Background: an optimization exercise with open tools, aiming at small area, a short achievable clock period and few clock cycles. Do not read the settings as production practice. The RTL of this run was laid out without a check of its function. Power is estimated from default activity; no workload was simulated.

[design/flow/constraint.sdc]
create_clock -name core_clock -period 18.0 [get_ports {clk}]
set_input_delay 3.6000 -clock core_clock [delete_from_list [all_inputs] [get_ports {clk}]]
set_output_delay 3.6000 -clock core_clock [all_outputs]
set_load 0.01 [all_outputs]
[design/flow/design.v]
module crc_block (
    input  wire        clk,
    input  wire        rst,
    input  wire        reg_we,
    input  wire [9:0]  reg_waddr,
    input  wire [31:0] reg_wdata,
    input  wire        reg_re,
    input  wire [9:0]  reg_raddr,
    output reg  [31:0] reg_rdata,
    input  wire        cmd_valid,
    input  wire        cmd_op,
    input  wire [3:0]  cmd_unit,
    output wire        cmd_ready,
    output reg         resp_valid,
    output reg  [7:0]  resp_status,
    input  wire        s_valid,
    output wire        s_ready,
    input  wire [7:0]  s_data,
    input  wire        s_first,
    input  wire        s_last,
    input  wire        s_dir,       
    input  wire [7:0]  s_svc,
    input  wire [15:0] s_peer,
    output reg         r_valid,
    output reg         r_hit,
    output reg  [3:0]  r_unit,
    output reg         r_ok,
    output reg  [10:0] r_len,
    output reg  [31:0] r_crc,
    output reg  [31:0] r_app
);
    localparam [7:0] ST_OK        = 8'h00;
    localparam [7:0] ST_BIND_DUP  = 8'h40;
    localparam [7:0] ST_CFG_RANGE = 8'h41;
    function [31:0] width_mask(input [5:0] w);
        integer i;
        begin
            for (i = 0; i < 32; i = i + 1)
                width_mask[i] = (i < w);
        end
    endfunction
    function [7:0] rev8(input [7:0] b);
        integer i;
        begin
            for (i = 0; i < 8; i = i + 1)
                rev8[i] = b[7-i];
        end
    endfunction
    function [31:0] rev_w(input [31:0] v, input [5:0] w);
        reg [31:0] r;
        integer i;
        begin
            for (i = 0; i < 32; i = i + 1)
                r[i] = v[31-i];
            rev_w = r >> (6'd32 - w);
        end
    endfunction
    function [31:0] crc_byte(input [31:0] crc, input [7:0] d, input [5:0] w,
                             input [31:0] poly, input refin);
        reg [31:0] r;
        reg [7:0]  b;
        reg        top;
        integer    k;
        begin
            b = refin ? rev8(d) : d;
            r = crc ^ ({24'd0, b} << (w - 6'd8));
            for (k = 0; k < 8; k = k + 1) begin
                top = r[w - 6'd1];
                r = top ? ((r << 1) ^ poly) : (r << 1);
            end
            crc_byte = r & width_mask(w);
        end
    endfunction
    function [31:0] crc_final(input [31:0] crc, input [5:0] w, input refout,
                              input [31:0] xorout);
        begin
            crc_final = ((refout ? rev_w(crc, w) : crc) ^ xorout) & width_mask(w);
        end
    endfunction
    function [2:0] chk_bytes(input [5:0] w);
        begin
            if (w <= 6'd8)       chk_bytes = 3'd1;
            else if (w <= 6'd16) chk_bytes = 3'd2;
            else if (w <= 6'd24) chk_bytes = 3'd3;
            else                 chk_bytes = 3'd4;
        end
    endfunction
    function [31:0] order_bytes(input [31:0] v, input [2:0] c, input order);
        reg [31:0] o;
        integer k;
        begin
            o = 32'd0;
            for (k = 0; k < 4; k = k + 1)
                if (k < c)
                    o[8*k +: 8] = order ? v[8*(c-1-k) +: 8] : v[8*k +: 8];
            order_bytes = o;
        end
    endfunction
    function bindable(input [7:0] svc);
        begin
            bindable = (svc >= 8'h11 && svc <= 8'h1E) ||
                       (svc >= 8'h20 && svc <= 8'h2F) ||
                       (svc >= 8'h31 && svc <= 8'h3F);
        end
    endfunction
    reg [5:0]  u_width  [0:15];
    reg        u_refin  [0:15];
    reg        u_refout [0:15];
    reg        u_order  [0:15];
    reg        u_strip  [0:15];
    reg [1:0]  u_mode   [0:15];
    reg [31:0] u_poly   [0:15];
    reg [31:0] u_init   [0:15];
    reg [31:0] u_xorout [0:15];
    reg [7:0]  u_svc    [0:15];
    reg [15:0] u_peer   [0:15];
    reg [31:0] u_check  [0:15];
    reg [31:0] u_good   [0:15];
    reg [31:0] u_bad    [0:15];
    reg [15:0] en;
    reg [15:0] err;
    wire        wr_unit_sp = (reg_waddr[9:8] == 2'b01) || (reg_waddr[9:8] == 2'b10);
    wire [3:0]  wr_unit    = reg_waddr[8:5] - 4'd8;
    wire [2:0]  wr_reg     = reg_waddr[4:2];
    wire        rd_unit_sp = (reg_raddr[9:8] == 2'b01) || (reg_raddr[9:8] == 2'b10);
    wire [3:0]  rd_unit    = reg_raddr[8:5] - 4'd8;
    wire [2:0]  rd_reg     = reg_raddr[4:2];
    localparam [1:0] C_IDLE = 2'd0, C_RUN = 2'd1, C_DONE = 2'd2;
    reg [1:0]  c_state;
    reg [3:0]  c_unit;
    reg [3:0]  c_idx;
    reg [31:0] c_crc;
    reg [7:0]  c_status;
    assign cmd_ready = (c_state == C_IDLE);
    reg        en_range_bad;
    reg        en_dup;
    integer    j;
    always @(*) begin
        en_range_bad = (u_width[cmd_unit] < 6'd8) || (u_width[cmd_unit] > 6'd32) ||
                       !bindable(u_svc[cmd_unit]) || (u_mode[cmd_unit] == 2'b00);
        en_dup = 1'b0;
        for (j = 0; j < 16; j = j + 1)
            if (j != cmd_unit && en[j] && u_svc[j] == u_svc[cmd_unit] &&
                u_peer[j] == u_peer[cmd_unit] && (u_mode[j] & u_mode[cmd_unit]) != 2'b00)
                en_dup = 1'b1;
    end
    reg [7:0] c_byte;
    always @(*) begin
        c_byte = 8'h31 + {4'd0, c_idx};    
    end
    wire [31:0] c_crc_next = crc_byte(c_crc, c_byte, u_width[c_unit], u_poly[c_unit] & width_mask(u_width[c_unit]),
                                      u_refin[c_unit]);
    wire [31:0] c_check    = crc_final(c_crc, u_width[c_unit], u_refout[c_unit], u_xorout[c_unit]);
    assign s_ready = 1'b1;
    wire s_fire = s_valid && s_ready;
    reg        lk_hit;
    reg [3:0]  lk_unit;
    reg        lk_spec_hit;
    reg [3:0]  lk_spec_unit;
    reg        lk_wild_hit;
    reg [3:0]  lk_wild_unit;
    integer    i;
    always @(*) begin
        lk_spec_hit  = 1'b0;
        lk_spec_unit = 4'd0;
        lk_wild_hit  = 1'b0;
        lk_wild_unit = 4'd0;
        for (i = 15; i >= 0; i = i - 1) begin
            if (en[i] && u_mode[i][s_dir] && u_svc[i] == s_svc) begin
                if (u_peer[i] == 16'hFFFF) begin
                    lk_wild_hit  = 1'b1;
                    lk_wild_unit = i[3:0];
                end else if (u_peer[i] == s_peer) begin
                    lk_spec_hit  = 1'b1;
                    lk_spec_unit = i[3:0];
                end
            end
        end
        lk_hit  = lk_spec_hit || lk_wild_hit;
        lk_unit = lk_spec_hit ? lk_spec_unit : lk_wild_unit;
    end
    reg        p1_valid;
    reg [7:0]  p1_data;
    reg        p1_first;
    reg        p1_last;
    reg        f_hit;
    reg [3:0]  f_unit;
    reg        f_dir;
    reg [5:0]  f_width;
    reg [31:0] f_poly;
    reg [31:0] f_init;
    reg [31:0] f_xorout;
    reg        f_refin;
    reg        f_refout;
    reg        f_order;
    reg        f_strip;
    reg [31:0] run_crc;
    reg [10:0] run_n;
    reg [31:0] run_hist;    
    wire [2:0]  f_c      = chk_bytes(f_width);
    wire [31:0] crc_in   = p1_first ? f_init : run_crc;
    wire [10:0] n_in     = p1_first ? 11'd0 : run_n;
    wire [31:0] hist_in  = p1_first ? 32'd0 : run_hist;
    wire        feed     = !f_dir || (n_in >= {8'd0, f_c});
    wire [7:0]  feed_b   = f_dir ? hist_in[8*(f_c-3'd1) +: 8] : p1_data;
    wire [31:0] crc_next = feed ? crc_byte(crc_in, feed_b, f_width, f_poly, f_refin) : crc_in;
    wire [10:0] n_next   = n_in + 11'd1;
    wire [31:0] hist_next = {hist_in[23:0], p1_data};
    reg        p2_valid;
    reg        p2_hit;
    reg [3:0]  p2_unit;
    reg        p2_dir;
    reg [5:0]  p2_width;
    reg [31:0] p2_xorout;
    reg        p2_refout;
    reg        p2_order;
    reg        p2_strip;
    reg [31:0] p2_crc;
    reg [10:0] p2_n;
    reg [31:0] p2_hist;
    reg [2:0]  fin_c;
    reg [31:0] fin_chk;
    reg [31:0] fin_rx;
    reg [31:0] fin_app;
    reg        fin_ok;
    reg [10:0] fin_len;
    integer    k;
    always @(*) begin
        fin_c   = chk_bytes(p2_width);
        fin_chk = crc_final(p2_crc, p2_width, p2_refout, p2_xorout);
        fin_app = order_bytes(fin_chk, fin_c, p2_order);
        fin_rx = 32'd0;
        for (k = 0; k < 4; k = k + 1)
            if (k < fin_c)
                fin_rx[8*k +: 8] = p2_hist[8*(fin_c-1-k) +: 8];
        fin_rx = order_bytes(fin_rx, fin_c, p2_order);
        if (!p2_hit) begin
            fin_ok  = 1'b1;
            fin_len = p2_n;
        end else if (!p2_dir) begin
            fin_ok  = (p2_n >= 11'd4) && (p2_n <= 11'd1484 - {8'd0, fin_c});
            fin_len = fin_ok ? p2_n + {8'd0, fin_c} : p2_n;
        end else begin
            fin_ok  = (p2_n >= {8'd0, fin_c} + 11'd4) && (fin_rx == fin_chk);
            fin_len = (fin_ok && p2_strip) ? p2_n - {8'd0, fin_c} : p2_n;
        end
    end
    integer u;
    always @(posedge clk) begin
        if (rst) begin
            for (u = 0; u < 16; u = u + 1) begin
                u_width[u]  <= 6'd32;
                u_refin[u]  <= 1'b1;
                u_refout[u] <= 1'b1;
                u_order[u]  <= 1'b0;
                u_strip[u]  <= 1'b1;
                u_mode[u]   <= 2'd0;
                u_poly[u]   <= 32'h1EDC_6F41;
                u_init[u]   <= 32'hFFFF_FFFF;
                u_xorout[u] <= 32'hFFFF_FFFF;
                u_svc[u]    <= 8'd0;
                u_peer[u]   <= 16'hFFFF;
                u_check[u]  <= 32'd0;
                u_good[u]   <= 32'd0;
                u_bad[u]    <= 32'd0;
            end
            en          <= 16'd0;
            err         <= 16'd0;
            reg_rdata   <= 32'd0;
            c_state     <= C_IDLE;
            c_unit      <= 4'd0;
            c_idx       <= 4'd0;
            c_crc       <= 32'd0;
            c_status    <= 8'd0;
            resp_valid  <= 1'b0;
            resp_status <= 8'd0;
            p1_valid    <= 1'b0;
            p1_data     <= 8'd0;
            p1_first    <= 1'b0;
            p1_last     <= 1'b0;
            f_hit       <= 1'b0;
            f_unit      <= 4'd0;
            f_dir       <= 1'b0;
            f_width     <= 6'd32;
            f_poly      <= 32'd0;
            f_init      <= 32'd0;
            f_xorout    <= 32'd0;
            f_refin     <= 1'b0;
            f_refout    <= 1'b0;
            f_order     <= 1'b0;
            f_strip     <= 1'b0;
            run_crc     <= 32'd0;
            run_n       <= 11'd0;
            run_hist    <= 32'd0;
            p2_valid    <= 1'b0;
            p2_hit      <= 1'b0;
            p2_unit     <= 4'd0;
            p2_dir      <= 1'b0;
            p2_width    <= 6'd32;
            p2_xorout   <= 32'd0;
            p2_refout   <= 1'b0;
            p2_order    <= 1'b0;
            p2_strip    <= 1'b0;
            p2_crc      <= 32'd0;
            p2_n        <= 11'd0;
            p2_hist     <= 32'd0;
            r_valid     <= 1'b0;
            r_hit       <= 1'b0;
            r_unit      <= 4'd0;
            r_ok        <= 1'b0;
            r_len       <= 11'd0;
            r_crc       <= 32'd0;
            r_app       <= 32'd0;
        end else begin
            if (reg_we) begin
                if (reg_waddr[9:2] == 8'h01)
                    err <= err & ~reg_wdata[15:0];
                else if (wr_unit_sp && !en[wr_unit]) begin
                    case (wr_reg)
                        3'd0: begin
                            u_width[wr_unit]  <= reg_wdata[5:0];
                            u_refin[wr_unit]  <= reg_wdata[8];
                            u_refout[wr_unit] <= reg_wdata[9];
                            u_order[wr_unit]  <= reg_wdata[10];
                            u_strip[wr_unit]  <= reg_wdata[11];
                            u_mode[wr_unit]   <= reg_wdata[13:12];
                        end
                        3'd1: u_poly[wr_unit]   <= reg_wdata;
                        3'd2: u_init[wr_unit]   <= reg_wdata;
                        3'd3: u_xorout[wr_unit] <= reg_wdata;
                        3'd4: begin
                            u_svc[wr_unit]  <= reg_wdata[7:0];
                            u_peer[wr_unit] <= reg_wdata[31:16];
                        end
                        default: ;
                    endcase
                end
            end
            if (reg_re) begin
                if (reg_raddr[9:2] == 8'h00)
                    reg_rdata <= {16'd0, en};
                else if (reg_raddr[9:2] == 8'h01)
                    reg_rdata <= {16'd0, err};
                else if (rd_unit_sp) begin
                    case (rd_reg)
                        3'd0: reg_rdata <= {18'd0, u_mode[rd_unit], u_strip[rd_unit], u_order[rd_unit],
                                            u_refout[rd_unit], u_refin[rd_unit], 2'd0, u_width[rd_unit]};
                        3'd1: reg_rdata <= u_poly[rd_unit];
                        3'd2: reg_rdata <= u_init[rd_unit];
                        3'd3: reg_rdata <= u_xorout[rd_unit];
                        3'd4: reg_rdata <= {u_peer[rd_unit], 8'd0, u_svc[rd_unit]};
                        3'd5: reg_rdata <= en[rd_unit] ? u_check[rd_unit] : 32'd0;
                        3'd6: reg_rdata <= u_good[rd_unit];
                        default: reg_rdata <= u_bad[rd_unit];
                    endcase
                end else
                    reg_rdata <= 32'd0;
            end
            resp_valid <= 1'b0;
            case (c_state)
                C_IDLE: begin
                    if (cmd_valid) begin
                        c_unit <= cmd_unit;
                        if (cmd_op) begin
                            en[cmd_unit] <= 1'b0;
                            c_status     <= ST_OK;
                            c_state      <= C_DONE;
                        end else if (en_range_bad) begin
                            c_status <= ST_CFG_RANGE;
                            c_state  <= C_DONE;
                        end else if (en_dup) begin
                            c_status <= ST_BIND_DUP;
                            c_state  <= C_DONE;
                        end else begin
                            en[cmd_unit] <= 1'b1;
                            c_status     <= ST_OK;
                            c_idx        <= 4'd0;
                            c_crc        <= u_init[cmd_unit] & width_mask(u_width[cmd_unit]);
                            c_state      <= C_RUN;
                        end
                    end
                end
                C_RUN: begin
                    c_crc <= c_crc_next;
                    c_idx <= c_idx + 4'd1;
                    if (c_idx == 4'd8)
                        c_state <= C_DONE;
                end
                default: begin    
                    if (c_status == ST_OK && en[c_unit])
                        u_check[c_unit] <= c_check;
                    resp_valid  <= 1'b1;
                    resp_status <= c_status;
                    c_state     <= C_IDLE;
                end
            endcase
            p1_valid <= s_fire;
            if (s_fire) begin
                p1_data  <= s_data;
                p1_first <= s_first;
                p1_last  <= s_last;
                if (s_first) begin
                    f_hit    <= lk_hit;
                    f_unit   <= lk_unit;
                    f_dir    <= s_dir;
                    f_width  <= u_width[lk_unit];
                    f_poly   <= u_poly[lk_unit] & width_mask(u_width[lk_unit]);
                    f_init   <= u_init[lk_unit] & width_mask(u_width[lk_unit]);
                    f_xorout <= u_xorout[lk_unit];
                    f_refin  <= u_refin[lk_unit];
                    f_refout <= u_refout[lk_unit];
                    f_order  <= u_order[lk_unit];
                    f_strip  <= u_strip[lk_unit];
                end
            end
            if (p1_valid) begin
                run_crc  <= crc_next;
                run_n    <= n_next;
                run_hist <= hist_next;
            end
            p2_valid <= p1_valid && p1_last;
            if (p1_valid && p1_last) begin
                p2_hit    <= f_hit;
                p2_unit   <= f_unit;
                p2_dir    <= f_dir;
                p2_width  <= f_width;
                p2_xorout <= f_xorout;
                p2_refout <= f_refout;
                p2_order  <= f_order;
                p2_strip  <= f_strip;
                p2_crc    <= crc_next;
                p2_n      <= n_next;
                p2_hist   <= hist_next;
            end
            r_valid <= p2_valid;
            if (p2_valid) begin
                r_hit  <= p2_hit;
                r_unit <= p2_hit ? p2_unit : 4'd0;
                r_ok   <= fin_ok;
                r_len  <= fin_len;
                r_crc  <= p2_hit ? fin_chk : 32'd0;
                r_app  <= (p2_hit && !p2_dir) ? fin_app : 32'd0;
                if (p2_hit) begin
                    if (fin_ok)
                        u_good[p2_unit] <= u_good[p2_unit] + 32'd1;
                    else if (p2_dir) begin
                        u_bad[p2_unit] <= u_bad[p2_unit] + 32'd1;
                        err[p2_unit]   <= 1'b1;
                    end
                end
            end
        end
    end
endmodule
[design/flow/run.sh]
#!/bin/bash
# synth_recipe.tcl (not shown) runs the flow's synth.tcl, then flattens the netlist and writes it again
# the make line also repeats each setting of config.mk as NAME=value (left out here)
make -C /OpenROAD-flow-scripts/flow DESIGN_CONFIG=/design/flow/config.mk WORK_HOME=/design/flow/orfs CLKGATE_MAP_FILE= SYNTH_SCRIPT=/design/flow/synth_recipe.tcl finish
[design/flow/config.mk]
export PLATFORM = sky130hd
export DESIGN_NAME = crc_block
export DESIGN_NICKNAME = crc_block
export VERILOG_FILES = /design/flow/design.v
export SDC_FILE = /design/flow/constraint.sdc
export NUM_CORES = 8
export LEC_CHECK = 0
export CAP_MARGIN = 20
export CORE_MARGIN = 2
export CORE_UTILIZATION = 30
export PLACE_DENSITY = 0.4
export SLEW_MARGIN = 20
==> qor.yml <==
critical_path:
  crit_slowest_cell: "mux4_2"
  cp.arrival_ns: 18.44
  critPathMaxStageDelay_ns: 0.71
  crit_path_end_kind: "flip-flop"
  rr_worst_depth: 57
  start_kind: "flip-flop"
  worst-r2r-setup-slack_ns: 0.49
  critPathRequiredTime_ns: 18.93
  path_class: "reg2reg"
  cpMostUsedCell: "buf_4"
  crit_fanout: 22
  reg2reg_to: "c_crc[29]"
clock_tree:
  cts_max_level: 6
  worstSkewPairLatency_ns: 1.17
  path_clk_slew_ns: 0.06
  cts_buffers: 542
  cts_buffer_depth: 4
  root_buffer: "clkbuf_16"
  cts_tree: "built"
  cts_sinks: 4170
logic_synthesis:
  ys.flop_type: "edfxtp_1"
  synth_xor_area_frac: 0.0489
  yosys.area_share.simple: 0.159
  syn_area_um2: 262000
  synthTopCellsByArea: "edfxtp_1 (41%), mux4_2 (19%), dfxtp_1 (4.3%)"
  yosysTopAreaCell: "edfxtp_1"
  synth_fa_ha_area_frac: 0.00239
  synth_seq_cells: 4170
  synth-edff-count: 3600
  yosys_warnings: 4
  synth_top_area_share: 0.412
  synth_top_family_by_area: "multiplexers"
  muxShareOfSynthArea: 0.217
  synth_compound_area_frac: 0.0799
  ys_seq_area_frac: 0.455
  synth_cells: 22746
  synth.distinct_cells: 137
  async_reset_ff_frac: 0
  syn_area_per_cell_um2: 11.5
floorplan:
  dieWidth_um: 939
  num_io_pins: 223
  die_h_um: 939
  coreArea_um2: 872000
  row_count: 343
  fp.dieArea_um2: 882000
  start_util: 0.301
global_route:
  grt_use_total: 0.305
  grt_max_degree: 189
  grt_pass1_vias: 201230
  antenna_found_initial: 185
  grt_pass1_wl_um: 1870000
  grt_overflow: 0
placement:
  place_congestion: 0.990
  hpwlAfterDp_um: 945000
  io_buffers: 211
routing:
  avgRoutedWirePerCell_um: 40.6
  drt_wl_total_um: 1400000
  vias: 210899
  drtAntennaViolNets: 0
  drcViolationCount: 0
  drtIter0Drc: 29233
  vias_per_cell: 6.11
  drt_pass1_iterations: 9
cells_and_area:
  syn_to_final_growth_pct: 14.1
  multi_input_area_um2: 135000
  nets: 22504
  fillCellCount: 86236
  ff_latch_area_um2: 120000
  layout-drive-gt1-share: 0.209
power:
  ir_drop_v: 0.000136
  powerDensity_nw_per_um2: 109
  p_leak_nw: 94.6
sta:
  fin_skew_ns: 0.136
  drv_slew: 0
  post-route-period-util: 0.973
  final.setup.tns_ns: 0
  slew-limit-headroom: 0.122
  finalHoldViolCount: 0
  max_clock_freq_ghz: 0.0571
  setup_violations: 0
  holdWs_ns: 0.444
  min_period_ns: 17.51
  tightest_slew_ns: 1.31
min_path:
  worstHoldPathCells: 2
  hold_path_end: "p2_xorout[27]"
  hold_class: "reg2reg"
  min_from: "f_xorout[27]"
run:
  drv_cap: 0
outcome:
  run_status: "timing/DRC/antenna clean"
## power breakdown
group          switching (mW)  leakage (nW)  internal, mW  total, mW
combinational            6.46          45.1          3.88       10.3
sequential              0.408          41.0          10.9       11.3
clock                    4.70          8.49          6.26       11.0
## cells in the mapped netlist, drive strengths merged, types with 31 or more instances
cell        n
clkbuf   1901
buf       487
nor3      171
nor2b     329
nand2    2027
or2        74
nor2     2498
xor2      593
nand3     481
o21ai     518
o211ai     64
a21o       41
inv       112
a211oi    570
a31oi     179
mux4     2169
mux2i     745
nand2b    102
o221ai     33
o21bai     33
o22ai      99
a2111oi    48
a22oi     172
a22o       43
ha         47
or3      1613
a21boi     41
and2      537
a221oi     31
o32ai      44
and3      165
a311oi    154
a21oi     616
mux2       48
dfxtp     570
nor4      175
xnor2     868
nand4     255
a211o      36
edfxtp   3600
## logic make-up (layout without fill, tap and decap cells)
group           Yosys count  after routing
simple gates           8544           8544
flops                  4170           4170
compound gates         3053           3054
mux                    2962           2962
buf+inv                2505           2549
xor+xnor               1461           1461
fa+ha+maj                49             49
other cells               2            146
## state kept, by name, summed over array words and instances (netlist names), 96 cells and up, named ones only
name and count:
u_bad 512, u_check 512, u_good 512, u_init 512, u_peer 256, u_poly 512, u_svc 128, u_width 96
u_xorout 512
## what timing repair did
action / in CTS / in global routing
pin swaps: 0 / 5
setup buffers: 0 / 16
hold buffers: 0 / 0
endpoints found under the setup margin: 9 / 96
resized for setup: 2 / 37
endpoints found under the hold margin: 0 / 0
cloned: 0 / 1
## layout make-up
class,instances,area share
Clock buffer,722,0.0489
Multi-Input combinational cell,16077,0.451
Tap cell,11557,0.0483
Antenna cell,139,0.00116
Clock inverter,261,0.00947
Inverter,115,0.00150
Sequential cell,4170,0.399
Timing Repair Buffer,1451,0.0402
## stage by stage
step | setup WS, ns | power (mW) | util | cell area (µm²) | std cells
5_1_grt | -0.0709 | 33.5 | 0.343 | 299000 | 34414
3_3_place_gp | -0.105 | 21.5 | 0.322 | 281000 | 33339
3_5_place_dp | 0.0749 | 21.4 | 0.322 | 281000 | 33347
6_report | 0.486 | 32.6 | 0.343 | 299000 | 34492
2_1_floorplan | 3.08 | 16.6 | - | 262000 | 22751
4_1_cts | 0.0634 | 32.4 | 0.342 | 298000 | 34330
## routing by layer
| layer | wire length, µm | up-vias | share of wire | GRT usage |
|---|---|---|---|---|
| li1 | - | 86075 | - | - |
| met1 | 566000 | 110736 | 0.40 | 0.407 |
| met2 | 617000 | 11659 | 0.44 | 0.467 |
| met3 | 131000 | 2363 | 0.093 | 0.0684 |
| met4 | 85300 | 66 | 0.061 | 0.152 |
| met5 | 441 | - | 0.00032 | 0 |
## how the worst max path moves through the flow
stage                  end  slack [ns]  cells past startpoint
2_1_floorplan   p2_crc[19]        3.08                     65
3_3_place_gp     c_crc[29]       -0.10                     57
3_5_place_dp     c_crc[29]        0.07                     60
4_1_cts          c_crc[29]        0.06                     57
5_1_grt        run_crc[14]       -0.07                     59
6_report         c_crc[29]        0.49                     57
## critical path: cells and delay by family, from the launching register on
kind                     cells  cell delay (ns)
AO/OA/AOI/OAI               23             5.97
XOR/XNOR                     8             2.97
adder cells (fa/ha/maj)      1             0.29
buffers and inverters        9             1.95
flip-flops                   1             0.53
multiplexers                 2             1.28
AND/OR/NAND/NOR             14             4.25
## cell usage in the layout, fill, tap and decap left out, types with 555 or more instances in the layout
cell / Yosys / final
or3_1: 1613 / 1613
xnor2_1: 863 / 854
mux4_2: 2166 / 2166
xor2_1: 592 / 578
nand2_1: 2022 / 1966
a21oi_1: 613 / 597
mux2i_1: 744 / 739
dfxtp_1: 570 / 555
edfxtp_1: 3600 / 3600
nor2_1: 2496 / 2457
buf_4: 53 / 1208

re-timing with driven ports:
How much do the figures lean on ideal ports? The routed layout below was timed once more, with nothing changed but the port constraints.
Step 1: set_driving_cell puts a clkbuf_16 on clk and a buf_2 on each other input, an assumption about the parent block.
Step 2 adds t to the input delays and takes it off the output delays; t is the mean of the earliest and latest rising clock arrival at the registers after step 1. Input paths then give back, and output paths get back, about the clock's delay inside the block.
a / b / c = ideal ports / drivers / drivers and shift; a / b = the first two.
shift t [ns]: 1.245
setup slack, ns: 0.486 / 0.486 / 0.486
clock arrival spread, ns: 0.138 / 0.138
worst register clock-pin slew, ns: 0.07 / 0.07
After both steps setup and hold are still met in this run. For this run, drivers alone change the setup slack by 0.000 ns; drivers and shift together by 0.000 ns.
